Source: an optimization exercise on an open RTL-to-GDS flow (aim: small area, a short achievable clock period and few clock cycles per item). Production flows keep margins and buffers that such runs may drop. The RTL was checked by simulation tests, not by an equivalence proof against the original design. Power is estimated from default activity; no workload was simulated.

===== flow/config.mk =====
export PLATFORM = sky130hd
export DESIGN_NAME = lvl_select
export DESIGN_NICKNAME = lvl_select
export VERILOG_FILES = /design/flow/design.v
export SDC_FILE = /design/flow/constraint.sdc
export NUM_CORES = 4
export LEC_CHECK = 0
export CAP_MARGIN = 20
export CORE_MARGIN = 2
export CORE_UTILIZATION = 75
export CTS_CLUSTER_DIAMETER = 60
export CTS_CLUSTER_SIZE = 30
export SLEW_MARGIN = 20

===== flow/standard.sh =====
#!/bin/bash
# synth_recipe.tcl (not shown) runs the flow's synth.tcl, then flattens the netlist and writes it again
# the make line also repeats each setting of config.mk as NAME=value (left out here)
make -C /OpenROAD-flow-scripts/flow DESIGN_CONFIG=/design/flow/config.mk WORK_HOME=/design/flow/orfs CLKGATE_MAP_FILE= SYNTH_SCRIPT=/design/flow/synth_recipe.tcl "${@:-finish}"

===== flow/flow/run.sh =====
#!/bin/bash
set -euo pipefail
bash standard.sh "BUFFER_PORTS_ARGS=-buffer_cell sky130_fd_sc_hd__buf_4" \
    "SETUP_SLACK_MARGIN=13" finish > run_make.log 2>&1

===== flow/constraint.sdc =====
create_clock -name core_clock -period 18.0 [get_ports {clk}]
set_input_delay 3.6000 -clock core_clock [delete_from_list [all_inputs] [get_ports {clk}]]
set_output_delay 3.6000 -clock core_clock [all_outputs]
set_load 0.01 [all_outputs]

===== flow/design.v =====
module lvl_select (
    input             clk,
    input             rst,
    output            ready,
    input             rpt_valid,
    input      [21:0] rpt_vcode,
    input             rpt_ins,
    input      [9:0]  rpt_idx,
    input      [15:0] cfg_hold,
    input             start,
    input             start_dir,
    input      [10:0] start_nreq,
    input      [10:0] start_h,
    input      [15:0] start_frac,
    input             start_fmt1,
    output reg        done,
    output reg [31:0] t_out,
    output reg        trim_v,
    output reg [9:0]  trim_out,
    output reg [15:0] frac_out,
    output     [10:0] n_out,
    output     [5:0]  k_out,
    output reg        surplus,
    output reg        short_flag
);
    localparam [21:0] KMAX = 22'h3F_FFFE;
    function [1:0] cmp22;
        input [21:0] a;
        input [21:0] b;
        integer i;
        reg l, e;
        begin
            l = 1'b0;
            e = 1'b1;
            for (i = 21; i >= 0; i = i - 1) begin
                l = l | (e & ~a[i] & b[i]);
                e = e & ~(a[i] ^ b[i]);
            end
            cmp22 = {l, e};
        end
    endfunction
    function lt10;
        input [9:0] a;
        input [9:0] b;
        integer i;
        reg l, e;
        begin
            l = 1'b0;
            e = 1'b1;
            for (i = 9; i >= 0; i = i - 1) begin
                l = l | (e & ~a[i] & b[i]);
                e = e & ~(a[i] ^ b[i]);
            end
            lt10 = l;
        end
    endfunction
    reg        rdy, rdy_o;
    assign ready = rdy_o;
    wire acc_rep = rpt_valid & rdy;
    wire acc_st  = start & rdy;
    reg [4:0]  wcnt;                   
    reg        p0_rv;
    reg [3:0]  p0_w;
    reg [21:0] p0_v;
    reg        p0_ins;
    reg        p0_hnz;
    reg [9:0]  p0_idx;
    always @(posedge clk) begin
        p0_v   <= rpt_vcode;
        p0_ins <= rpt_ins;
        p0_idx <= rpt_idx;
        p0_hnz <= |cfg_hold;
        p0_w   <= wcnt[3:0];
        p0_rv  <= acc_rep;
    end
    reg        p1_rv;
    reg [3:0]  p1_w;
    reg [21:0] p1_v;
    reg        p1_ins;
    reg [9:0]  p1_idx;
    always @(posedge clk) begin
        p1_rv  <= p0_rv;
        p1_w   <= p0_w;
        p1_ins <= p0_ins & p0_hnz;
        p1_v   <= (p0_ins & p0_hnz) ? p0_v
                                    : {p0_v[21:1], p0_v[0] & ~(&p0_v[21:1])};
        p1_idx <= p0_idx;
    end
    reg [33*16-1:0] sd;
    genvar g;
    generate
        for (g = 0; g < 16; g = g + 1) begin : slot
            always @(posedge clk)
                if (p1_rv && p1_w == g)
                    sd[33*g +: 33] <= {p1_v, p1_ins, p1_idx};
        end
    endgenerate
    reg        pv;
    reg        p_dir;
    reg [10:0] p_nreq;
    reg [10:0] p_h;
    reg [15:0] p_frac;
    reg        p_fmt1;
    reg [15:0] p_hold;
    reg [4:0]  p_k;
    reg        e_dir;
    reg [15:0] e_hold;
    reg [4:0]  e_k;
    reg        hv;                     
    reg        hfirst;                 
    reg [3:0]  hrem;                   
    reg [3:0]  hp;                     
    reg        hfromp;                 
    wire       k1_wait  = p0_rv && (wcnt == 5'd1);
    wire       eng_cont = hv && (hrem != 4'd0);
    wire       eng_take = !eng_cont && (pv || (acc_st && !k1_wait));
    wire       e_from_p = pv;
    wire       p_load   = acc_st && (pv || eng_cont || k1_wait);
    wire [4:0] k_new    = pv ? p_k : wcnt;
    wire p_free = !pv || !eng_cont;
    always @(posedge clk) begin
        if (p_free) begin
            p_dir  <= start_dir;
            p_nreq <= start_nreq;
            p_h    <= start_h;
            p_frac <= start_frac;
            p_fmt1 <= start_fmt1;
            p_hold <= cfg_hold;
            p_k    <= wcnt;
        end
        if (!eng_cont) begin
            e_dir  <= e_from_p ? p_dir  : start_dir;
            e_hold <= e_from_p ? p_hold : cfg_hold;
            e_k    <= e_from_p ? p_k    : wcnt;
        end
    end
    wire       pblk_n = pv && hv && (hrem > 4'd1);
    wire       hv_n0  = eng_cont | pv;
    wire [3:0] hp_n0  = eng_cont ? hp + 4'd1 : 4'd0;
    wire [4:0] k_n0   = eng_cont ? e_k : p_k;
    wire [4:0] w_rep  = wcnt + 5'd1;
    wire [4:0] hp_n1  = {1'b0, hp_n0} + 5'd1;
    wire r_none = !pblk_n && !(hv_n0 && (wcnt  < k_n0) && (wcnt  > hp_n1));
    wire r_rep  = !pblk_n && !(hv_n0 && (w_rep < k_n0) && (w_rep > hp_n1));
    wire r_st   = !((eng_cont && hrem > 4'd1) || (!eng_cont && pv));
    always @(posedge clk) begin
        if (rst) begin
            rdy    <= 1'b1;
            rdy_o  <= 1'b1;
            wcnt   <= 5'd0;
            pv     <= 1'b0;
            hv     <= 1'b0;
            hfirst <= 1'b0;
            hrem   <= 4'd0;
        end else begin
            rdy   <= acc_st ? r_st : (acc_rep ? r_rep : r_none);
            rdy_o <= acc_st ? r_st : (acc_rep ? r_rep : r_none);
            wcnt <= acc_st ? 5'd0 : (acc_rep ? wcnt + 5'd1 : wcnt);
            pv   <= p_load || (pv && eng_cont);
            if (eng_cont) begin
                hv     <= 1'b1;
                hfirst <= 1'b0;
                hrem   <= hrem - 4'd1;
            end else if (eng_take) begin
                hv     <= 1'b1;
                hfirst <= 1'b1;
                hrem   <= (k_new < 5'd5) ? 4'd4 : (k_new[3:0] - 4'd1);
            end else begin
                hv     <= 1'b0;
                hfirst <= 1'b0;
            end
        end
    end
    always @(posedge clk) begin
        if (eng_cont) begin
            hp   <= hp + 4'd1;
        end else begin
            hp   <= 4'd0;
        end
        if (!eng_cont)
            hfromp <= pv;
    end
    reg [32:0] hraw;
    integer j;
    always @(*) begin
        hraw = 33'd0;
        for (j = 0; j < 16; j = j + 1)
            hraw = hraw | ({33{hp == j}} & sd[33*j +: 33]);
    end
    reg        h2v, h2first, h2last;
    reg [3:0]  h2p;
    reg [4:0]  h2k;
    reg        h_dir;
    reg [15:0] h_hold;
    reg [21:0] hv_v;
    reg        hv_ins;
    reg [9:0]  hv_idx;
    always @(posedge clk) begin
        h2v     <= hv & !rst;
        h2first <= hfirst;
        h2last  <= (hrem == 4'd0);
        h2p     <= hp;
        h2k     <= e_k;
        h_dir   <= e_dir;
        h_hold  <= e_hold;
        {hv_v, hv_ins, hv_idx} <= hraw;
    end
    wire [23:0] h_xa  = {2'b00, hv_v} + {8'd0, h_hold};
    wire [23:0] h_xs  = {2'b00, hv_v} - {8'd0, h_hold};
    wire        h_sub = (h_dir != hv_ins);
    wire [23:0] h_x   = h_sub ? h_xs : h_xa;
    wire [21:0] h_hp1 = {6'd0, h_hold} + 22'd1;            
    wire [21:0] h_mmh = KMAX - {6'd0, h_hold};              
    wire [1:0]  c_hp1 = cmp22(hv_v, h_hp1);
    wire [1:0]  c_mmh = cmp22(hv_v, h_mmh);
    wire        h_z   = c_hp1[1];                           
    wire        h_c   = ~c_mmh[1];                          
    wire        h_vz  = (hv_v == 22'd0);
    wire        h_vm  = (hv_v == KMAX);
    wire [21:0] h_a = !hv_ins ? hv_v :
                      (!h_dir ? (h_z ? 22'd0 : h_xs[21:0])
                              : (h_c ? KMAX  : h_xa[21:0]));
    wire        h_mz = !h_dir && (hv_ins ? h_z : h_vz);
    wire        h_mm =  h_dir && (hv_ins ? h_c : h_vm);
    wire [21:0] h_t  = h_mz ? h_hp1 : h_mm ? h_mmh :
                       hv_ins ? hv_v : h_x[21:0];
    wire        h_tneg = !h_mz && !h_mm && !hv_ins && h_dir && h_xs[23];
    wire        h_tbig = !h_mz && !h_mm && !hv_ins && !h_dir && h_xa[22];
    reg         d1_sur;
    reg  [10:0] d1_n0;
    reg         d1_fz, d1_fqz;
    reg  [15:0] d1_frac;
    wire [10:0] nreq_c = (p_nreq > 11'd1024) ? 11'd1024 : p_nreq;
    always @(posedge clk)
        if ((!eng_cont && pv) || (hv && hfirst && !hfromp)) begin
            d1_sur  <= (nreq_c < p_h);
            d1_n0   <= nreq_c - p_h;
            d1_fz   <= (p_frac != 16'd0);
            d1_fqz  <= (p_frac != 16'd0) && !p_fmt1;
            d1_frac <= p_fmt1 ? 16'd0 : p_frac;
        end
    reg         d2_short;
    reg  [4:0]  d2_n;
    wire        d1_short = (d1_n0 > {6'd0, e_k}) & ~d1_sur;
    always @(posedge clk)
        if (h2v && h2first) begin
            d2_short <= d1_short;
            d2_n     <= d1_sur ? 5'd0 : (d1_short ? e_k : d1_n0[4:0]);
        end
    reg        cv, cfirst, clast;
    reg [3:0]  cp;
    reg [4:0]  ck;
    reg [21:0] ca;
    reg [21:0] ct;
    reg        ctneg, ctbig, cmz, cmm;
    reg [9:0]  ci;
    always @(posedge clk) begin
        ca     <= h_a;
        ct     <= h_t;
        ctneg  <= h_tneg;
        ctbig  <= h_tbig;
        cmz    <= h_mz;
        cmm    <= h_mm;
        ci     <= hv_idx;
        cp     <= h2p;
        ck     <= h2k;
        cfirst <= h2first;
        clast  <= h2last;
        cv     <= h2v & !rst;
    end
    wire [15:0] cm;
    generate
        for (g = 0; g < 16; g = g + 1) begin : msk
            assign cm[g] = cv && (g > cp) && (g < ck);
        end
    endgenerate
    wire creal = ({1'b0, cp} < ck);
    reg        d_sho, d_tv;
    reg [4:0]  d_rt, d_rtr;
    wire       d2_fnz   = d1_fz;
    wire       d2_twant = e_dir ? (d2_n != 5'd0) : (d2_n < e_k);
    wire       d2_trw   = (d2_n < e_k);
    wire       d2_tv    = d2_trw & d1_fqz;
    wire [4:0] d2_kn    = e_k - d2_n;
    always @(posedge clk)
        if (cv && cfirst) begin
            d_tv  <= d2_tv;
            d_sho <= d2_short | (d2_fnz & ~d2_tv);
            d_rt  <= ~d2_twant ? 5'h1F : (e_dir ? d2_kn : d2_n);
            d_rtr <= ~d2_tv ? 5'h1F : (e_dir ? d2_kn - 5'd1 : d2_n);
        end
    reg  [63:0] acc;                    
    wire [15:0] lt;
    wire [15:0] inc;
    reg  [15:0] rinc;                   
    reg         rv, rfirst;
    generate
        for (g = 0; g < 16; g = g + 1) begin : cmpu
            wire [21:0] sv   = sd[33*g + 11 +: 22];
            wire        sins = sd[33*g + 10];
            wire [9:0]  sidx = sd[33*g +: 10];
            wire [21:0] thr  = sins ? ct : ca;
            wire [1:0]  hc   = cmp22(sv, thr);
            wire        hlt  = hc[1];
            wire        heq  = hc[0];
            wire        llt  = lt10(sidx, ci);
            wire        ltn  = hlt | (heq & llt);
            wire        lti  = ctneg ? 1'b0 : ctbig ? 1'b1 :
                               cmz ? (hlt & llt) : cmm ? (hlt | llt) : ltn;
            wire        ltk  = sins ? lti : ltn;
            assign lt[g]  = cm[g] & ltk;
            assign inc[g] = cm[g] & ~ltk;
            always @(posedge clk)
                if (rv && rfirst)
                    acc[4*g +: 4] <= {3'd0, rinc[g]};
                else if (rinc[g])
                    acc[4*g +: 4] <= acc[4*g +: 4] + 4'd1;
        end
    endgenerate
    reg [3:0] c_acc;
    reg       c_inc;
    always @(*) begin
        c_acc = 4'd0;
        c_inc = 1'b0;
        for (j = 0; j < 16; j = j + 1) begin
            c_acc = c_acc | ({4{cp == j && !cfirst && !(rv && rfirst)}} & acc[4*j +: 4]);
            c_inc = c_inc | (cp == j && !cfirst && rinc[j]);
        end
    end
    reg        rlast, rreal;
    reg [15:0] rlt;
    reg [3:0]  racc;
    reg        rpinc;
    reg [31:0] rkey;
    always @(posedge clk) begin
        rlt    <= lt;
        racc   <= c_acc;
        rpinc  <= c_inc;
        rinc   <= inc;
        rkey   <= {ca, ci};
        rfirst <= cfirst;
        rlast  <= clast;
        rreal  <= creal;
        rv     <= cv & !rst;
    end
    function [1:0] fa;
        input a, b, c;
        fa = {(a & b) | (a & c) | (b & c), a ^ b ^ c};
    endfunction
    wire [2:0] q [0:3];
    generate
        for (g = 0; g < 4; g = g + 1) begin : pq
            wire [1:0] f = fa(rlt[4*g], rlt[4*g+1], rlt[4*g+2]);
            wire       s0 = f[0] ^ rlt[4*g+3];
            wire       c0 = f[0] & rlt[4*g+3];
            assign q[g] = {f[1] & c0, f[1] ^ c0, s0};
        end
    endgenerate
    wire [1:0] b0a = fa(q[0][0], q[1][0], q[2][0]);
    wire       w0  = b0a[0] ^ q[3][0];             
    wire       k0  = b0a[0] & q[3][0];              
    wire [1:0] b1a = fa(q[0][1], q[1][1], q[2][1]);
    wire [1:0] b1b = fa(b1a[0], q[3][1], b0a[1]);   
    wire [1:0] b2a = fa(q[0][2], q[1][2], q[2][2]);
    wire [1:0] b2b = fa(b2a[0], q[3][2], b1a[1]);   
    wire       x1  = b1b[0] ^ k0;
    wire       y1  = b1b[0] & k0;
    wire [1:0] x2  = fa(b1b[1], b2b[0], y1);
    wire       x3  = b2a[1] ^ b2b[1] ^ x2[1];
    wire       x4  = (b2a[1] & b2b[1]) | (x2[1] & (b2a[1] | b2b[1]));
    wire [4:0] pc  = {x4, x3, x2[0], x1, w0};
    wire [4:0] dif_t = d_rt  - {1'b0, racc} - {4'd0, rpinc};
    wire [4:0] dif_r = d_rtr - {1'b0, racc} - {4'd0, rpinc};
    wire       hit_t = rreal && (pc == dif_t);
    wire       hit_r = rreal && (pc == dif_r);
    reg        r2v, r2first, r2last, r2ht, r2hr;
    reg [31:0] r2key;
    always @(posedge clk) begin
        r2v     <= rv & !rst;
        r2first <= rfirst;
        r2last  <= rlast;
        r2ht    <= hit_t;
        r2hr    <= hit_r;
        r2key   <= rkey;
    end
    reg [4:0] n_o;
    reg [4:0] k_o;
    assign n_out = {6'd0, n_o};
    assign k_out = {1'b0, k_o};
    always @(posedge clk) begin
        done <= r2v & r2last & !rst;
        if (r2v) begin
            if (r2first || r2ht)
                t_out <= r2ht ? r2key : 32'hFFFF_FFFF;
            if (r2first || r2hr)
                trim_out <= r2hr ? r2key[9:0] : 10'd0;
            if (r2first) begin
                n_o        <= d2_n;
                k_o        <= e_k;
                surplus    <= d1_sur;
                short_flag <= d_sho;
                trim_v     <= d_tv;
                frac_out   <= d_tv ? d1_frac : 16'd0;
            end
        end
    end
endmodule

==> impl_metrics.tcl, run 1 <==
set metrics [dict create \
    finalHoldViolCount 0 \
    crit_family "flip-flops" \
    top_usage_layer "met2" \
    drive_above_1_share_pct 10.4 \
    synth_top_family_by_area "compound AO/OA/AOI/OAI gates" \
    syn_area_um2 57900 \
    cts_buffers 78 \
    tightest_slew_ps 1190 \
    first_global_vias 43600 \
    wirelength_um 190000 \
    crit_chain "buf_4" \
    synth_simple_gate_area_share_pct 11.0 \
    vias 45800 \
    synthesis.instances 5155 \
    routed_via_density 7.27 \
    insertion_delay_ps 690 \
    synth_xor_area_share_pct 6.43 \
    cp-start-kind "flip-flop" \
    seq_area_frac_synth_pct 51.9 \
    synthFlopType "edfxtp_1" \
    postLayoutCellArea_um2 62900 \
    layout_common_cells "edfxtp_1, dfxtp_1, mux2i_1, nand2_1, nor2_1" \
    initialDrtViolationCount 8227 \
    cpMaxStageDelayCell "dfxtp_1" \
    core_um2 76200 \
    max_stage_delay_ps 450 \
    grt_util_met2_pct 66.7 \
    post-route-min-period_ps 4890 \
    cts_resized 0 \
    setup_viol 0 \
    grt_util_all_layers_pct 47.2 \
    vdd_drop_max_mv 0.111 \
    tritoncts "done" \
    first_pass_iters 9 \
    ys_ff_latch 1127 \
    die_h_um 282 \
    grt_pass1_wl_um 274000 \
    io_pins 173 \
    synth_compound_gate_area_share_pct 13.6 \
    max_freq_ghz 0.205 \
    grt_antenna_before_repair 8 \
    place_hpwl_um 129000 \
    cp.arrival_ps 1290 \
    clock_skew_ps 41.5 \
    cts_hold_buf 0 \
    synthMuxAreaShare_pct 7.03 \
    synth_edf_count 747 \
    grt_max_degree 62 \
    initial_core_util_pct 75.9 \
    finalMaxSlewViolations 0 \
    status "timing/DRC/antenna clean" \
    met3_usage_pct 18.6 \
    synth_fa_ha_area_share_pct 6.44 \
    wl_per_cell_um 30.1 \
    portBuffers 165 \
    route.detailed.drc 0 \
    cp.required_ps 14400 \
    grt_use_met1_pct 61.4 \
    end_kind "output port" \
    rows 101 \
    rsz0062_at_grt "no" \
    synth.avg_cell_area_um2 11.2 \
    fin_setup_tns_ps 0 \
    cts.htree.levels 3 \
    cts.sinks 1127 \
    final_common_cell "edfxtp_1" \
    path_max_fanout 5 \
    slew_headroom_pct 20.2 \
    period_share_pct 27.1 \
    hold_path.class "reg -> reg" \
    postRouteAntennaNets 0 \
    clkTransAtPathRegs_ps 90 \
    die_x_um 282 \
    critPathBufInv 1 \
    nNetsFinal 5478 \
    postCtsSetupRepairBufs 0 \
    ys.warnings.count 1 \
    maxCapViolCount 0 \
    area_growth_pct 8.66 \
    rrSetupSlack_ps 13260 \
    cellPowerDensity_nw_per_um2 123 \
    root_buffer "clkbuf_16" \
    yosysUniqueCellTypes 99 \
    nFillCells 4385 \
    synth-async-reset-ratio_pct 0 \
    leakage_nw 23.2 \
    dpl_cell_area_um2 60000 \
    dieArea_um2 79400 \
    clock_tree.buffer_depth 3 \
    grt_overflow 0 \
    worstSetupPathType "reg -> out" \
    gp_congestion 1.09 \
]
==> layout make-up <==
cell class | count | area, µm² | area share (%)
sequential | 1127 | 30000 | 47.8
inverter | 244 | 918 | 1.46
clock inverter | 59 | 801 | 1.27
multi-input combinational | 3506 | 25900 | 41.2
timing repair buffer | 251 | 1880 | 2.99
clock buffer | 85 | 2020 | 3.21
antenna | 3 | 7.51 | 0.0119
tap | 1030 | 1290 | 2.05
==> cells by family (layout without fill, tap and decap cells) <==
logic type / count (synthesis) / count (layout)
adders and majority gates: 314 / 314
AOI/OAI and AO/OA: 1097 / 1097
other: 1 / 10
muxes: 398 / 398
xor gates and xnor gates: 424 / 424
and+or+nand+nor: 1266 / 1266
DFF: 1127 / 1127
buffers and inverters: 528 / 639
==> where the power goes <==
group | total (mW) | switching, mW | internal [mW]
Sequential | 3.47 | 0.463 | 3.00
Clock | 1.97 | 1.07 | 0.902
Combinational | 2.31 | 1.40 | 0.916
Total | 7.75 | 2.93 | 4.82
==> cell usage after synthesis, drive strengths merged, types with 13 or more instances <==
| cell type | instances | area (µm²) |
|---|---|---|
| edfxtp | 747 | 22400 |
| dfxtp | 380 | 7610 |
| mux2i | 329 | 3290 |
| nand2 | 320 | 1200 |
| nor2 | 317 | 1190 |
| xnor2 | 264 | 2320 |
| inv | 242 | 911 |
| clkbuf | 210 | 791 |
| o21ai | 188 | 941 |
| a21oi | 176 | 881 |
| xor2 | 160 | 1400 |
| ha | 158 | 1980 |
| a221oi | 154 | 1370 |
| a22o | 142 | 1240 |
| maj3 | 137 | 1370 |
| nand4 | 93 | 597 |
| nand2b | 87 | 544 |
| nor3 | 78 | 390 |
| buf | 74 | 368 |
| mux2 | 69 | 777 |
| o22ai | 65 | 407 |
| nand3 | 64 | 333 |
| nor2b | 63 | 394 |
| and2 | 59 | 369 |
| nor4 | 55 | 372 |
| o21a | 43 | 330 |
| a31oi | 37 | 231 |
| a211oi | 35 | 280 |
| o211ai | 33 | 248 |
| a21o | 30 | 225 |
| or2 | 29 | 181 |
| a22oi | 27 | 203 |
| o221ai | 22 | 193 |
| fa | 19 | 380 |
| o31ai | 18 | 149 |
| and4 | 17 | 149 |
| and3 | 16 | 105 |
| or3 | 16 | 100 |
| o21bai | 13 | 97.6 |
==> worst paths after layout <==
check | startpoint | end | cells after the start
worst max-delay path | rdy$_SDFF_PP1_ | ready | 1
worst min-delay path | hv_idx[9]$_DFF_P_ | ci[9]$_DFF_P_ | 0
worst max register to register | ct[16]$_DFF_P_ | rlt[2]$_DFF_P_ | 11
worst min register to register | hv_idx[9]$_DFF_P_ | ci[9]$_DFF_P_ | 0
==> per-stage QoR <==
| stage | hold WS [ps] | cells | setup slack (ps) | util, % | power [mW] |
|---|---|---|---|---|---|
| 2_1_floorplan | 310 | 5161 | 13290 | - | 4.90 |
| 3_3_place_gp | 309 | 6157 | 12950 | 78.8 | 5.58 |
| 3_5_place_dp | 312 | 6158 | 13000 | 78.8 | 5.67 |
| 4_1_cts | 315 | 6302 | 13100 | 82.5 | 7.59 |
| 5_1_grt | 334 | 6302 | 13100 | 82.5 | 7.97 |
| 6_report | 320 | 6305 | 13110 | 82.5 | 7.75 |
==> registers in the layout, indices dropped and copies added (netlist names), 15 cells and up <==
register / flops
p_frac: 16
d1_frac: 16
ca: 22
hv_v: 22
h_hold: 16
ct: 22
p1_v: 22
frac_out: 16
t_out: 32
rlt: 15
rkey: 32
acc: 61
rinc: 15
e_hold: 16
sd: 528
p_hold: 16
r2key: 32
p0_v: 22
==> metal layers <==
metal | up-vias | part of all wire [%]
met5 | - | 0.17
met4 | 14 | 7.3
met3 | 878 | 17
met2 | 4009 | 41
met1 | 21600 | 34
li1 | 19300 | -
Testbench counts, summed over its fixed seeds: cycles 17,464, decisions 1,200.
==> run 2, diff against run 1 <==
==> flow/flow/run.sh (replaced) <==
#!/bin/bash
set -euo pipefail
bash standard.sh "BUFFER_PORTS_ARGS=-buffer_cell sky130_fd_sc_hd__buf_4" finish > run_make.log 2>&1
==> run 2 against run 1 <==
Setup slack unchanged. Utilization stayed put. Maximum frequency unchanged. Global-route usage did not move. Clock-buffer cell count unchanged. Sequential power barely moved. Sequential share of layout area stayed put. Via count unchanged. Total power did not move. Combinational power about the same. Critical path type unchanged. Largest power group unchanged. Highest routed layer unchanged.
==> impl_metrics.tcl, run 2 <==
set metrics [dict create \
    area_growth_pct 8.66 \
    setup_viol 0 \
    leakage_nw 23.2 \
    cts_buffers 78 \
    vdd_drop_max_mv 0.111 \
    syn_area_um2 57900 \
    post-route-min-period_ps 4890 \
    tritoncts "done" \
    top_regs "sd x528, acc x61" \
    route.detailed.drc 0 \
    intPower_mw 4.82 \
    fin_setup_tns_ps 0 \
    grt_max_degree 62 \
    layout_common_cells "edfxtp_1, dfxtp_1, mux2i_1, nand2_1, nor2_1" \
    end_kind "output port" \
    p_clk_share_pct 25.4 \
    postCtsSetupRepairBufs 0 \
    cts_resized 0 \
    synth.avg_cell_area_um2 11.2 \
    slew_headroom_pct 20.2 \
    status "timing/DRC/antenna clean" \
    finalMaxSlewViolations 0 \
    first_global_vias 43600 \
    max_freq_ghz 0.205 \
    cp-start-kind "flip-flop" \
    ys_ff_latch 1127 \
    synthFlopType "edfxtp_1" \
    comb_power_share_pct 29.9 \
    first_pass_iters 9 \
    clock_tree.buffer_depth 3 \
    cellPowerDensity_nw_per_um2 123 \
    final_common_cell "edfxtp_1" \
    grt_antenna_before_repair 8 \
    synth_top_cells_by_count "edfxtp_1, dfxtp_1, mux2i_1" \
    synthesis.instances 5155 \
    critPathBufInv 1 \
    routed_via_density 7.27 \
    grt_overflow 0 \
    top_register "sd" \
    largest_register_ffs 528 \
    cp.arrival_ps 1290 \
    drive_above_1_share_pct 10.4 \
    clock_skew_ps 41.5 \
    worstSetupPathType "reg -> out" \
    rsz0062_at_grt "no" \
    period_share_pct 27.1 \
    cpMaxStageDelayCell "dfxtp_1" \
    maxCapViolCount 0 \
    synth_edf_count 747 \
    switching_share_pct 37.8 \
    insertion_delay_ps 690 \
    core_um2 76200 \
    cts.htree.levels 3 \
    wirelength_um 190000 \
    netSwitchingPower_mw 2.93 \
    initialDrtViolationCount 8227 \
    synth-async-reset-ratio_pct 0 \
    synth_top_area_cell "edfxtp_1" \
    portBuffers 165 \
    vias 45800 \
    root_buffer "clkbuf_16" \
    pre_cts_ws_ps 13000 \
    nNetsFinal 5478 \
    hold_path.class "reg -> reg" \
    seq_power_share_pct 44.7 \
    path_max_fanout 5 \
    initial_core_util_pct 75.9 \
    clkTransAtPathRegs_ps 90 \
    max_stage_delay_ps 450 \
    cts_hold_buf 0 \
    wl_per_cell_um 30.1 \
    postRouteAntennaNets 0 \
    timing.final.ws_setup_ps 13110 \
    tightest_slew_ps 1190 \
    grt_util_all_layers_pct 47.2 \
    die_h_um 282 \
    crit_chain "buf_4" \
    crit_family "flip-flops" \
    nFillCells 4385 \
    finalHoldViolCount 0 \
    place_hpwl_um 129000 \
    cts.sinks 1127 \
    synth_top_area_share_pct 38.8 \
    io_pins 173 \
    die_x_um 282 \
    dieArea_um2 79400 \
    hold_ws_ps 320 \
    ys.warnings.count 1 \
    seq_area_frac_synth_pct 51.9 \
    grt_pass1_wl_um 274000 \
    yosysMostFrequentCell "edfxtp_1" \
    rows 101 \
    synthTopCellsByArea "edfxtp_1, dfxtp_1, mux2i_1, xnor2_1, ha_1" \
    cp.required_ps 14400 \
    yosysUniqueCellTypes 99 \
    gp_congestion 1.09 \
]
-- run 2: cell counts after synthesis --
No cell type changed its count.
-- run 2: through the flow --
step                      total power, mW  instance area, µm²  util, %  instances
after floorplan                      4.90               57900        -       5161
after global placement               5.58               60000     78.8       6157
after detailed placement             5.67               60000     78.8       6158
after CTS                            7.59               62900     82.5       6302
after global routing                 7.97               62900     82.5       6302
final                                7.75               62900     82.5       6305
-- run 2: final timing paths --
| path | start | to | slack, ps | cells after the start |
|---|---|---|---|---|
| worst max-delay path | rdy$_SDFF_PP1_ | ready | 13110 | 1 |
| worst min-delay path | hv_idx[9]$_DFF_P_ | ci[9]$_DFF_P_ | 320 | 0 |
| worst max register to register | ct[16]$_DFF_P_ | rlt[2]$_DFF_P_ | 13260 | 11 |
| worst min register to register | hv_idx[9]$_DFF_P_ | ci[9]$_DFF_P_ | 320 | 0 |
-- run 2: logic make-up after synthesis --
kind of cell | synth area share (%)
buf+inv | 3.59
fa+ha+maj | 6.44
compound gates | 13.6
xor+xnor | 6.43
other cells | 0.00648
flops | 51.9
mux | 7.03
simple gates | 11.0
-- run 2: layer usage --
layer | GRT usage (%) | vias up | part of all wire (%)
met5 | 2.14 | - | 0.17
met1 | 61.4 | 21600 | 34
met2 | 66.7 | 4009 | 41
li1 | - | 19300 | -
met4 | 27.7 | 14 | 7.3
met3 | 18.6 | 878 | 17
-- run 2: layout make-up --
cell class                      instances  area, µm²  area share [%]
Antenna cell                            3       7.51          0.0119
Clock buffer                           85       2020            3.21
Clock inverter                         59        801            1.27
Inverter                              244        918            1.46
Multi-Input combinational cell       3506      25900            41.2
Sequential cell                      1127      30000            47.8
Tap cell                             1030       1290            2.05
Timing Repair Buffer                  251       1880            2.99
-- run 2: power by group through the flow --
stage	combinational (mW)	sequential, mW	clock, mW
final	2.31	3.47	1.97
after detailed placement	2.18	3.48	0
after global routing	2.46	3.47	2.05
after CTS	2.21	3.43	1.96
after floorplan	1.70	3.20	0
after global placement	2.11	3.47	0
==> run 3, diff against run 2 <==
==> flow/flow/run.sh (replaced) <==
#!/bin/bash
set -euo pipefail
bash standard.sh "BUFFER_PORTS_ARGS=-buffer_cell sky130_fd_sc_hd__buf_4" \
    "SETUP_SLACK_MARGIN=13.25" finish > run_make.log 2>&1
==> run 3 against run 2 <==
Critical path depth did not move. Maximum frequency about the same. Global-route usage rose by 0.24 points. Die area unchanged. Largest power group unchanged. Clock power barely moved. Worst hold slack gained 2.8 ps. Synthesized cell count is the same. Utilization increased by 0.37 points. Design area is 0.45% higher. Total power rose by 0.12%. First-iteration DRC count decreased by 5.5%. Critical path type unchanged. Clock-buffer cell count unchanged.
==> impl_metrics.tcl, run 3 <==
set metrics [dict create \
    fin_setup_tns_ps 0 \
    insertion_delay_ps 690 \
    first_global_vias 43700 \
    initial_core_util_pct 75.9 \
    crit_family "flip-flops" \
    vias 45900 \
    critPathBufInv 1 \
    cp.required_ps 14400 \
    cts.sinks 1127 \
    vdd_drop_max_mv 0.112 \
    io_pins 173 \
    wl_per_cell_um 30.3 \
    grt_pass1_wl_um 275000 \
    die_x_um 282 \
    synth_edf_count 747 \
    grt_antenna_before_repair 6 \
    cp-start-kind "flip-flop" \
    tritoncts "done" \
    route.detailed.drc 0 \
    max_freq_ghz 0.205 \
    leakage_nw 23.3 \
    maxCapViolCount 0 \
    cellPowerDensity_nw_per_um2 123 \
    r2r-start "ca[20]$_DFF_P_" \
    routed_via_density 7.27 \
    grt_overflow 0 \
    hold_ws_ps 322 \
    synth-async-reset-ratio_pct 0 \
    synthesis.instances 5155 \
    clock_skew_ps 39.9 \
    min_to "ci[9]$_DFF_P_" \
    core_um2 76200 \
    reg2reg_depth 11 \
    synthTopCellsByArea "edfxtp_1, dfxtp_1, mux2i_1, xnor2_1, ha_1" \
    synth_top_area_cell "edfxtp_1" \
    status "timing/DRC/antenna clean" \
    cts_buffers 78 \
    cts.htree.levels 3 \
    grt_util_all_layers_pct 47.5 \
    finalPower_mw 7.76 \
    ys.warnings.count 1 \
    wirelength_um 191000 \
    place_hpwl_um 129000 \
    ys_ff_latch 1127 \
    clock_tree.buffer_depth 3 \
    die_h_um 282 \
    top_register "sd" \
    hold_depth 0 \
    worstSetupPathType "reg -> out" \
    tightest_slew_ps 1250 \
    first_pass_iters 9 \
    slew_headroom_pct 15.9 \
    initialDrtViolationCount 7771 \
    path_max_fanout 1 \
    cpMaxStageDelayCell "edfxtp_1" \
    yosysUniqueCellTypes 99 \
    top_regs "sd x528, acc x61" \
    largest_register_ffs 528 \
    synthFlopType "edfxtp_1" \
    synth_top_area_share_pct 38.8 \
    drive_above_1_share_pct 10.4 \
    rows 101 \
    yosysMostFrequentCell "edfxtp_1" \
    seq_area_frac_synth_pct 51.9 \
    worstHoldStart "hv_idx[9]$_DFF_P_" \
    syn_area_um2 57900 \
    dieArea_um2 79400 \
    crit_chain "buf_6" \
    final_common_cell "edfxtp_1" \
    setup_viol 0 \
    cp.arrival_ps 1280 \
    layout_common_cells "edfxtp_1, dfxtp_1, mux2i_1, nand2_1, nor2_1" \
    post-route-min-period_ps 4880 \
    rsz0062_at_grt "yes" \
    synth_top_cells_by_count "edfxtp_1, dfxtp_1, mux2i_1" \
    finalHoldViolCount 0 \
    nNetsFinal 5479 \
    area_growth_pct 9.15 \
    period_share_pct 27.1 \
    worstReg2RegEnd "rinc[11]$_DFF_P_" \
    max_stage_delay_ps 460 \
    synth.avg_cell_area_um2 11.2 \
    grt_max_degree 62 \
    postRouteAntennaNets 0 \
    finalMaxSlewViolations 0 \
    gp_congestion 1.09 \
    hold_path.class "reg -> reg" \
    clkTransAtPathRegs_ps 90 \
    rrSetupSlack_ps 13170 \
    end_kind "output port" \
    portBuffers 165 \
    root_buffer "clkbuf_16" \
]
## run 3: cell counts after synthesis
Identical to the previous run, type by type.
## run 3: final cells by class
class	instances	area, µm²
Antenna cell	4	10.0
Clock buffer	85	2020
Clock inverter	59	801
Fill cell	4297	13000
Inverter	244	918
Multi-Input combinational cell	3506	25900
Sequential cell	1127	30000
Tap cell	1030	1290
Timing Repair Buffer	252	2150
## run 3: worst max path at each step
| stage | from | end | slack [ps] | cells past startpoint |
|---|---|---|---|---|
| final | trim_out[6]$_SDFFCE_PN0P_ | trim_out[6] | 13120 | 1 |
| after global routing | trim_out[6]$_SDFFCE_PN0P_ | trim_out[6] | 13110 | 1 |
| after CTS | t_out[23]$_SDFFCE_PN1P_ | t_out[23] | 13140 | 1 |
| after detailed placement | rpt_valid | rdy$_SDFF_PP1_ | 13000 | 7 |
| after global placement | rpt_valid | rdy$_SDFF_PP1_ | 12950 | 7 |
| after floorplan | rpt_valid | rdy$_SDFF_PP1_ | 13290 | 6 |
## run 3: per-stage QoR
| stage | setup slack [ps] | instance area, µm² | cells | util [%] |
|---|---|---|---|---|
| finish | 13120 | 63200 | 6307 | 82.9 |
| global placement | 12950 | 60000 | 6157 | 78.8 |
| CTS | 13140 | 63100 | 6302 | 82.8 |
| detailed placement | 13000 | 60000 | 6158 | 78.8 |
| floorplan | 13290 | 57900 | 5161 | - |
| global route | 13110 | 63200 | 6303 | 82.9 |
## run 3: metal layers
layer  vias up  wire [µm]  global-route usage, %
li1      19300          -                      -
met1     21700      65400                   61.3
met2      4040      78700                   66.8
met3       880      32900                   19.2
met4        12      14100                   28.6
met5         -        318                   2.14
## run 3: repair_timing
item,CTS,global route
setup endpoints to repair,72,74
resized for setup,53,22
hold buffers,0,0
buffers inserted,0,1
## run 3: kinds of logic (layout without fill, tap and decap cells)
kind of cell / Yosys count / count (layout) / share of synthesized area, %
and+or+nand+nor: 1266 / 1266 / 11.0
adders and majority gates: 314 / 314 / 6.44
other: 1 / 11 / 0.00648
DFF: 1127 / 1127 / 51.9
AOI/OAI and AO/OA: 1097 / 1097 / 13.6
buffers and inverters: 528 / 640 / 3.59
muxes: 398 / 398 / 7.03
xor gates and xnor gates: 424 / 424 / 6.43
## run 3: power breakdown
group / switching, mW / internal, mW / total [mW]
sequential: 0.465 / 3.00 / 3.47
combinational: 1.40 / 0.917 / 2.32
clock: 1.07 / 0.902 / 1.97
total: 2.93 / 4.82 / 7.76
==> run 4, diff against run 3 <==
--- a/flow/design.v
+++ b/flow/design.v
@@ -228,12 +228,15 @@
     wire        h_tbig = !h_mz && !h_mm && !hv_ins && !h_dir && h_xa[22];
     reg         d1_sur;
-    reg  [10:0] d1_n0;
+    reg  [4:0]  d1_n0;                 
+    reg         d1_big;                
     reg         d1_fz, d1_fqz;
     reg  [15:0] d1_frac;
     wire [10:0] nreq_c = (p_nreq > 11'd1024) ? 11'd1024 : p_nreq;
+    wire [10:0] d1_n0w = nreq_c - p_h;
     always @(posedge clk)
         if ((!eng_cont && pv) || (hv && hfirst && !hfromp)) begin
             d1_sur  <= (nreq_c < p_h);
-            d1_n0   <= nreq_c - p_h;
+            d1_n0   <= d1_n0w[4:0];
+            d1_big  <= |d1_n0w[10:5];
             d1_fz   <= (p_frac != 16'd0);
             d1_fqz  <= (p_frac != 16'd0) && !p_fmt1;
@@ -242,5 +245,5 @@
     reg         d2_short;
     reg  [4:0]  d2_n;
-    wire        d1_short = (d1_n0 > {6'd0, e_k}) & ~d1_sur;
+    wire        d1_short = (d1_big | (d1_n0 > e_k)) & ~d1_sur;
     always @(posedge clk)
         if (h2v && h2first) begin
@@ -290,5 +293,5 @@
             d_rtr <= ~d2_tv ? 5'h1F : (e_dir ? d2_kn - 5'd1 : d2_n);
         end
-    reg  [63:0] acc;                    
+    wire [3:0]  accv [0:15];            
     wire [15:0] lt;
     wire [15:0] inc;
@@ -311,9 +314,16 @@
             assign lt[g]  = cm[g] & ltk;
             assign inc[g] = cm[g] & ~ltk;
-            always @(posedge clk)
-                if (rv && rfirst)
-                    acc[4*g +: 4] <= {3'd0, rinc[g]};
-                else if (rinc[g])
-                    acc[4*g +: 4] <= acc[4*g +: 4] + 4'd1;
+            if (g == 0) begin : a0
+                assign accv[g] = 4'd0;
+            end else begin : an
+                localparam integer AW = (g < 2) ? 1 : (g < 4) ? 2 : (g < 8) ? 3 : 4;
+                reg [AW-1:0] a;
+                always @(posedge clk)
+                    if (rv && rfirst)
+                        a <= rinc[g];
+                    else if (rinc[g])
+                        a <= a + 1'b1;
+                assign accv[g] = a;
+            end
         end
     endgenerate
@@ -324,5 +334,5 @@
         c_inc = 1'b0;
         for (j = 0; j < 16; j = j + 1) begin
-            c_acc = c_acc | ({4{cp == j && !cfirst && !(rv && rfirst)}} & acc[4*j +: 4]);
+            c_acc = c_acc | ({4{cp == j && !cfirst && !(rv && rfirst)}} & accv[j]);
             c_inc = c_inc | (cp == j && !cfirst && rinc[j]);
         end
==> flow/flow/run.sh (replaced) <==
#!/bin/bash
set -euo pipefail
bash standard.sh "BUFFER_PORTS_ARGS=-buffer_cell sky130_fd_sc_hd__buf_4" finish > run_make.log 2>&1
==> run 4 against run 3 <==
Still clean. Routed wire length grew 0.85%. Clock power shrank 3%. Total power shrank 1.5%. Via count grew 1.3%. Sequential share of layout area shrank 0.16 points. Global-route usage grew 0.86 points. Register-to-register slack lost 630 ps. Die area shrank 0.64%. Utilization shrank 0.57 points. Largest power group unchanged.
==> impl_metrics.tcl, run 4 <==
set metrics [dict create \
    status "timing/DRC/antenna clean" \
    setup_viol 0 \
    postLayoutCellArea_um2 62500 \
    min_to "ck[3]$_DFF_P_" \
    seq_area_frac_synth_pct 51.6 \
    vias 46500 \
    route.detailed.drc 0 \
    cts_buffers 72 \
    top_register "sd" \
    hold_depth 0 \
    postCtsSetupRepairBufs 0 \
    rrSetupSlack_ps 12540 \
    cts.htree.levels 3 \
    place_inst 6167 \
    crit_chain "buf_4, mux2i_1, xor2_1, nand2_1, nor3b_1, nand4_1, nor4_1, buf_4, a211oi_1, o221ai_1, o22ai_1, and4b_1" \
    root_buffer "clkbuf_16" \
    cp-start-kind "flip-flop" \
    grt_overflow 0 \
    core_um2 75900 \
    nFillCells 4349 \
    clkTransAtPathRegs_ps 100 \
    tightest_slew_ps 1210 \
    gp_congestion 1.05 \
    clock_skew_ps 31.9 \
    cp.required_ps 18560 \
    first_pass_iters 10 \
    portBuffers 165 \
    nNetsFinal 5480 \
    routed_via_density 7.36 \
    maxCapViolCount 0 \
    layout_common_cells "edfxtp_1, dfxtp_1, mux2i_1, nand2_1, nor2_1" \
    grt_max_degree 71 \
    postRouteAntennaNets 0 \
    cpMaxStageDelayCell "edfxtp_1" \
    cts_resized 0 \
    tritoncts "done" \
    reg2reg_depth 12 \
    cts_hold_buf 0 \
    first_global_vias 45000 \
    yosysMostFrequentCell "edfxtp_1" \
    leakage_nw 23.1 \
    ys.warnings.count 1 \
    ys_ff_latch 1110 \
    path_max_fanout 14 \
    max_freq_ghz 0.183 \
    synthTopCellsByArea "edfxtp_1, dfxtp_1, mux2i_1, xnor2_1, ha_1" \
    finalHoldViolCount 0 \
    yosysUniqueCellTypes 99 \
    crit_top_cell "buf_4" \
    final_common_cell "edfxtp_1" \
    cellPowerDensity_nw_per_um2 122 \
    vdd_drop_max_mv 0.103 \
    synthFlopType "edfxtp_1" \
    synth_edf_count 741 \
    cts.sinks 1110 \
    critPathBufInv 2 \
    instances_no_fill 6310 \
    grt_pass1_wl_um 280000 \
    cp.arrival_ps 6020 \
    post-route-min-period_ps 5460 \
    worstReg2RegEnd "rinc[8]$_DFF_P_" \
    initialDrtViolationCount 8175 \
    dieArea_um2 78900 \
    crit_family "simple AND/OR/NAND/NOR gates" \
    worstHoldStart "h2k[3]$_DFF_P_" \
    drive_above_1_share_pct 10.7 \
    synthesis.instances 5147 \
    synth_top_cells_by_count "edfxtp_1, dfxtp_1, mux2i_1" \
    rsz0062_at_grt "no" \
    synth_top_area_cell "edfxtp_1" \
    synth-async-reset-ratio_pct 0 \
    top_regs "sd x528, cmpu.an.a x49" \
    max_stage_delay_ps 930 \
    insertion_delay_ps 680 \
    fin_setup_tns_ps 0 \
    place_hpwl_um 128000 \
    rows 101 \
    worstSetupPathType "reg -> reg" \
    die_x_um 281 \
    largest_register_ffs 528 \
    end_kind "flip-flop" \
    slew_headroom_pct 18.7 \
    wirelength_um 193000 \
    period_share_pct 30.3 \
    hold_path.class "reg -> reg" \
    dpl_cell_area_um2 59800 \
    wl_per_cell_um 30.6 \
    initial_core_util_pct 75.7 \
    finalMaxSlewViolations 0 \
    die_h_um 281 \
    clock_tree.buffer_depth 3 \
    area_growth_pct 8.75 \
    grt_antenna_before_repair 10 \
    io_pins 173 \
    grt_util_all_layers_pct 48.3 \
    synth_top_area_share_pct 38.7 \
    r2r-start "sd[274]$_DFFE_PP_" \
    syn_area_um2 57500 \
    synth.avg_cell_area_um2 11.2 \
]
## run 4: worst max-delay path by stage
stage / startpoint / end / slack, ps / cells past startpoint
after floorplan: rpt_valid / rdy$_SDFF_PP1_ / 13310 / 6
after global placement: rpt_valid / rdy$_SDFF_PP1_ / 13130 / 7
after detailed placement: rpt_valid / rdy$_SDFF_PP1_ / 13080 / 7
after CTS: n_o[2]$_DFFE_PP_ / n_out[2] / 13130 / 1
after global routing: sd[274]$_DFFE_PP_ / rinc[8]$_DFF_P_ / 12800 / 12
final: sd[274]$_DFFE_PP_ / rinc[8]$_DFF_P_ / 12540 / 12
## run 4: per-layer routing
metal | global-route usage [%] | share of wire, %
met4 | 32.7 | 8.5
met2 | 69.0 | 41
met1 | 59.4 | 33
met3 | 20.6 | 17
met5 | 1.75 | 0.11
## run 4: layout make-up
| cell class | count | area [µm²] | share of cell area (%) |
|---|---|---|---|
| sequential | 1110 | 29600 | 47.4 |
| clock buffer | 78 | 1860 | 2.97 |
| inverter | 247 | 927 | 1.48 |
| multi-input combinational | 3514 | 25900 | 41.5 |
| tap | 1030 | 1290 | 2.06 |
| timing repair buffer | 268 | 2010 | 3.21 |
| antenna | 7 | 17.5 | 0.0280 |
| clock inverter | 56 | 861 | 1.38 |
## run 4: metrics by stage
step / utilization (%) / setup slack (ps) / power [mW] / hold WS, ps
after detailed placement: 78.7 / 13080 / 5.58 / 312
after floorplan: - / 13310 / 4.80 / 310
after global placement: 78.7 / 13130 / 5.49 / 310
after global routing: 82.3 / 12800 / 7.84 / 321
final: 82.3 / 12540 / 7.64 / 321
after CTS: 82.3 / 13130 / 7.46 / 312
## run 4: worst register-to-register path, delay by kind of cell, from the launching register on
| family | cells | cell delay [ps] |
|---|---|---|
| AOI/OAI and AO/OA | 3 | 670 |
| xor gates and xnor gates | 1 | 180 |
| buffers and inverters | 2 | 770 |
| DFF | 1 | 930 |
| muxes | 1 | 330 |
| and+or+nand+nor | 5 | 2490 |
## run 4: power by group
part	switching, mW	internal [mW]	leakage, nW
Clock	1.05	0.878	1.30
Sequential	0.322	2.95	9.82
Combinational	1.54	0.909	11.9
Total	2.91	4.73	23.1
## run 4: logic make-up (layout without fill, tap and decap cells)
logic type / after synthesis / in the layout / share of synthesized area, %
buffers and inverters: 529 / 649 / 3.69
adders and majority gates: 295 / 295 / 6.14
xor gates and xnor gates: 383 / 383 / 5.86
AOI/OAI and AO/OA: 1116 / 1116 / 14.0
other: 1 / 14 / 0.00652
muxes: 394 / 394 / 6.99
DFF: 1110 / 1110 / 51.6
and+or+nand+nor: 1319 / 1319 / 11.8
Testbench counts of run 4, summed over its fixed seeds: cycles 17,464, decisions 1,200.
==> run 5, diff against run 4 <==
==> flow/flow/run.sh (replaced) <==
#!/bin/bash
set -euo pipefail
bash standard.sh "BUFFER_PORTS_ARGS=-buffer_cell sky130_fd_sc_hd__buf_4" \
    "SETUP_SLACK_MARGIN=13.1" finish > run_make.log 2>&1
==> run 5 against run 4 <==
Global-route usage is the same. Synthesized cell count is the same. Clock skew is essentially flat. Highest routed layer unchanged. Maximum frequency grew 11%. Non-clock buffer count is the same. Critical endpoint unchanged. Still clean. Via count is essentially flat. Largest cell class unchanged. Sequential share of layout area is essentially flat. Routed wire length is essentially flat. First-iteration DRC count is essentially flat.
==> impl_metrics.tcl, run 5 <==
set metrics [dict create \
    largest_register_ffs 528 \
    worstHoldStart "hv_idx[6]$_DFF_P_" \
    switching_share_pct 38.1 \
    yosysUniqueCellTypes 99 \
    wl_per_cell_um 30.6 \
    ys.warnings.count 1 \
    place_hpwl_um 128000 \
    vdd_drop_max_mv 0.103 \
    synthTopCellsByArea "edfxtp_1, dfxtp_1, mux2i_1, xnor2_1, ha_1" \
    vias 46500 \
    cp-start-kind "flip-flop" \
    clkTransAtPathRegs_ps 110 \
    cts_resized 0 \
    root_buffer "clkbuf_16" \
    hold_path.class "reg -> reg" \
    grt_max_degree 71 \
    io_pins 173 \
    slew_headroom_pct 18.9 \
    yosysMostFrequentCell "edfxtp_1" \
    end_kind "flip-flop" \
    worstSetupPathType "reg -> reg" \
    instances_no_fill 6310 \
    core_um2 75900 \
    cellPowerDensity_nw_per_um2 122 \
    status "timing/DRC/antenna clean" \
    cts.sinks 1110 \
    cts_hold_buf 0 \
    leakage_nw 23.1 \
    grt_antenna_before_repair 10 \
    synthesis.instances 5147 \
    finalHoldViolCount 0 \
    drive_above_1_share_pct 10.7 \
    max_stage_delay_ps 930 \
    cp.required_ps 18560 \
    seq_power_share_pct 42.7 \
    tightest_slew_ps 1220 \
    routed_via_density 7.37 \
    area_growth_pct 8.76 \
    top_register "sd" \
    post-route-min-period_ps 4940 \
    place_inst 6167 \
    period_share_pct 27.4 \
    postRouteAntennaNets 0 \
    grt_util_all_layers_pct 48.3 \
    cts.htree.levels 3 \
    dieArea_um2 78900 \
    rsz0062_at_grt "no" \
    hold_ws_ps 320 \
    clock_tree.buffer_depth 3 \
    crit_top_cell "buf_4" \
    cpMaxStageDelayCell "edfxtp_1" \
    seq_area_frac_synth_pct 51.6 \
    insertion_delay_ps 680 \
    grt_overflow 0 \
    ys_ff_latch 1110 \
    crit_path_start "sd[274]$_DFFE_PP_" \
    fin_setup_tns_ps 0 \
    tritoncts "done" \
    final_common_cell "edfxtp_1" \
    maxCapViolCount 0 \
    max_freq_ghz 0.202 \
    wirelength_um 193000 \
    postCtsSetupRepairBufs 0 \
    portBuffers 165 \
    rows 101 \
    synth_edf_count 741 \
    crit_chain "buf_4, mux2i_1, xor2_1, nand2_1, nor3b_2, nand4_1, nor4_1, buf_4, a211oi_1, o221ai_1, o22ai_1, and4b_1" \
    nNetsFinal 5480 \
    setup_viol 0 \
    synth_top_area_share_pct 38.7 \
    route.detailed.drc 0 \
    synthFlopType "edfxtp_1" \
    cp.arrival_ps 5500 \
    die_x_um 281 \
    first_pass_iters 9 \
    finalMaxSlewViolations 0 \
    p_clk_share_pct 25.2 \
    grt_pass1_wl_um 280000 \
    syn_area_um2 57500 \
    path_max_fanout 14 \
    layout_common_cells "edfxtp_1, dfxtp_1, mux2i_1, nand2_1, nor2_1" \
    initialDrtViolationCount 8179 \
    top_regs "sd x528, cmpu.an.a x49" \
    synth_top_cells_by_count "edfxtp_1, dfxtp_1, mux2i_1" \
    netSwitchingPower_mw 2.91 \
    comb_power_share_pct 32.1 \
    die_h_um 281 \
    r2r-start "sd[274]$_DFFE_PP_" \
    initial_core_util_pct 75.7 \
    first_global_vias 45000 \
    intPower_mw 4.73 \
    cts_buffers 72 \
    clock_skew_ps 31.6 \
    synth.avg_cell_area_um2 11.2 \
    gp_congestion 1.05 \
    synth-async-reset-ratio_pct 0 \
    synth_top_area_cell "edfxtp_1" \
]
==> run 5: final timing paths <==
path	endpoint	slack, ps	depth (start not counted)
max	rinc[8]$_DFF_P_	13060	12
min	ci[6]$_DFF_P_	320	0
max reg2reg	rinc[8]$_DFF_P_	13060	12
min reg2reg	ci[6]$_DFF_P_	320	0
==> run 5: layer usage <==
layer	global-route usage, %	routed length [µm]
met1	59.4	64500
met2	69.0	79600
met3	20.6	32200
met4	32.7	16400
met5	1.75	260
==> run 5: kinds of logic after synthesis <==
| kind of cell | share of synthesized area, % |
|---|---|
| AOI/OAI and AO/OA | 14.0 |
| xor gates and xnor gates | 5.86 |
| adders and majority gates | 6.14 |
| buffers and inverters | 3.69 |
| DFF | 51.6 |
| muxes | 6.99 |
| other | 0.00652 |
| and+or+nand+nor | 11.8 |
==> run 5: through the flow <==
step | util [%] | setup WS [ps] | instance area [µm²] | power (mW)
after CTS | 82.3 | 13130 | 62500 | 7.46
after global routing | 82.3 | 13110 | 62500 | 7.84
after global placement | 78.7 | 13130 | 59700 | 5.49
after detailed placement | 78.7 | 13080 | 59800 | 5.58
after floorplan | - | 13310 | 57500 | 4.80
final | 82.3 | 13060 | 62500 | 7.64
==> run 5: area by class of cell <==
class | instances | area [µm²]
flip-flops and latches | 1110 | 29600
multi-input cells | 3514 | 25900
fillers | 4349 | 13400
well taps | 1030 | 1290
clock inverters | 56 | 861
inverters | 247 | 927
repair buffers | 268 | 2010
clock buffers | 78 | 1860
diodes | 7 | 17.5
==> run 5: critical path: cells and delay by family, from the launching register on <==
family          cells  cell delay (ps)
buf+inv             2              730
mux                 1              320
compound gates      3              650
xor+xnor            1              180
flops               1              930
simple gates        5             2020
==> run 5: power groups by stage <==
stage | registers (mW) | logic [mW] | clock network [mW]
floorplan | 3.14 | 1.66 | 0
global placement | 3.29 | 2.20 | 0
detailed placement | 3.30 | 2.28 | 0
CTS | 3.25 | 2.31 | 1.90
global route | 3.28 | 2.57 | 2.00
finish | 3.27 | 2.45 | 1.92

## static timing again, ports no longer ideal
Ports are ideal in the flow. The routed layouts listed here were re-timed in OpenROAD.
Step 1 (the two cells are an assumption about what drives the block):
set clk [get_ports {clk}]
set_driving_cell -lib_cell sky130_fd_sc_hd__clkbuf_16 $clk
set_driving_cell -lib_cell sky130_fd_sc_hd__buf_2 [delete_from_list [all_inputs] $clk]
Step 2 moves the port delays by t, midway between the first and last clock arrival at a register: inputs arrive t later, outputs are due t later. That takes back most of the time a late clock gives input paths.
Slacks: ideal / step 1 / step 2; pairs: ideal / step 1.
run	t (ns)	slack for setup (ns)	slew at the worst register clock pin (ns)	worst slew at a driven data input, ns	pins driven straight from the clock port
run 1	0.736	13.115 / 13.043 / 12.952	0.11 / 0.11	0.07	1
run 2	0.736	13.115 / 13.043 / 12.952	0.11 / 0.11	0.07	1
run 3	0.736	13.118 / 13.048 / 12.950	0.11 / 0.11	0.08	1
run 4	0.735	12.541 / 12.541 / 12.541	0.11 / 0.11	0.07	1
run 5	0.736	13.061 / 13.061 / 12.988	0.11 / 0.11	0.07	1
After both steps every run listed still meets setup and hold. The setup slack of run 3, which loses most, moves by -0.070 ns with the drivers and by -0.168 ns with both steps.
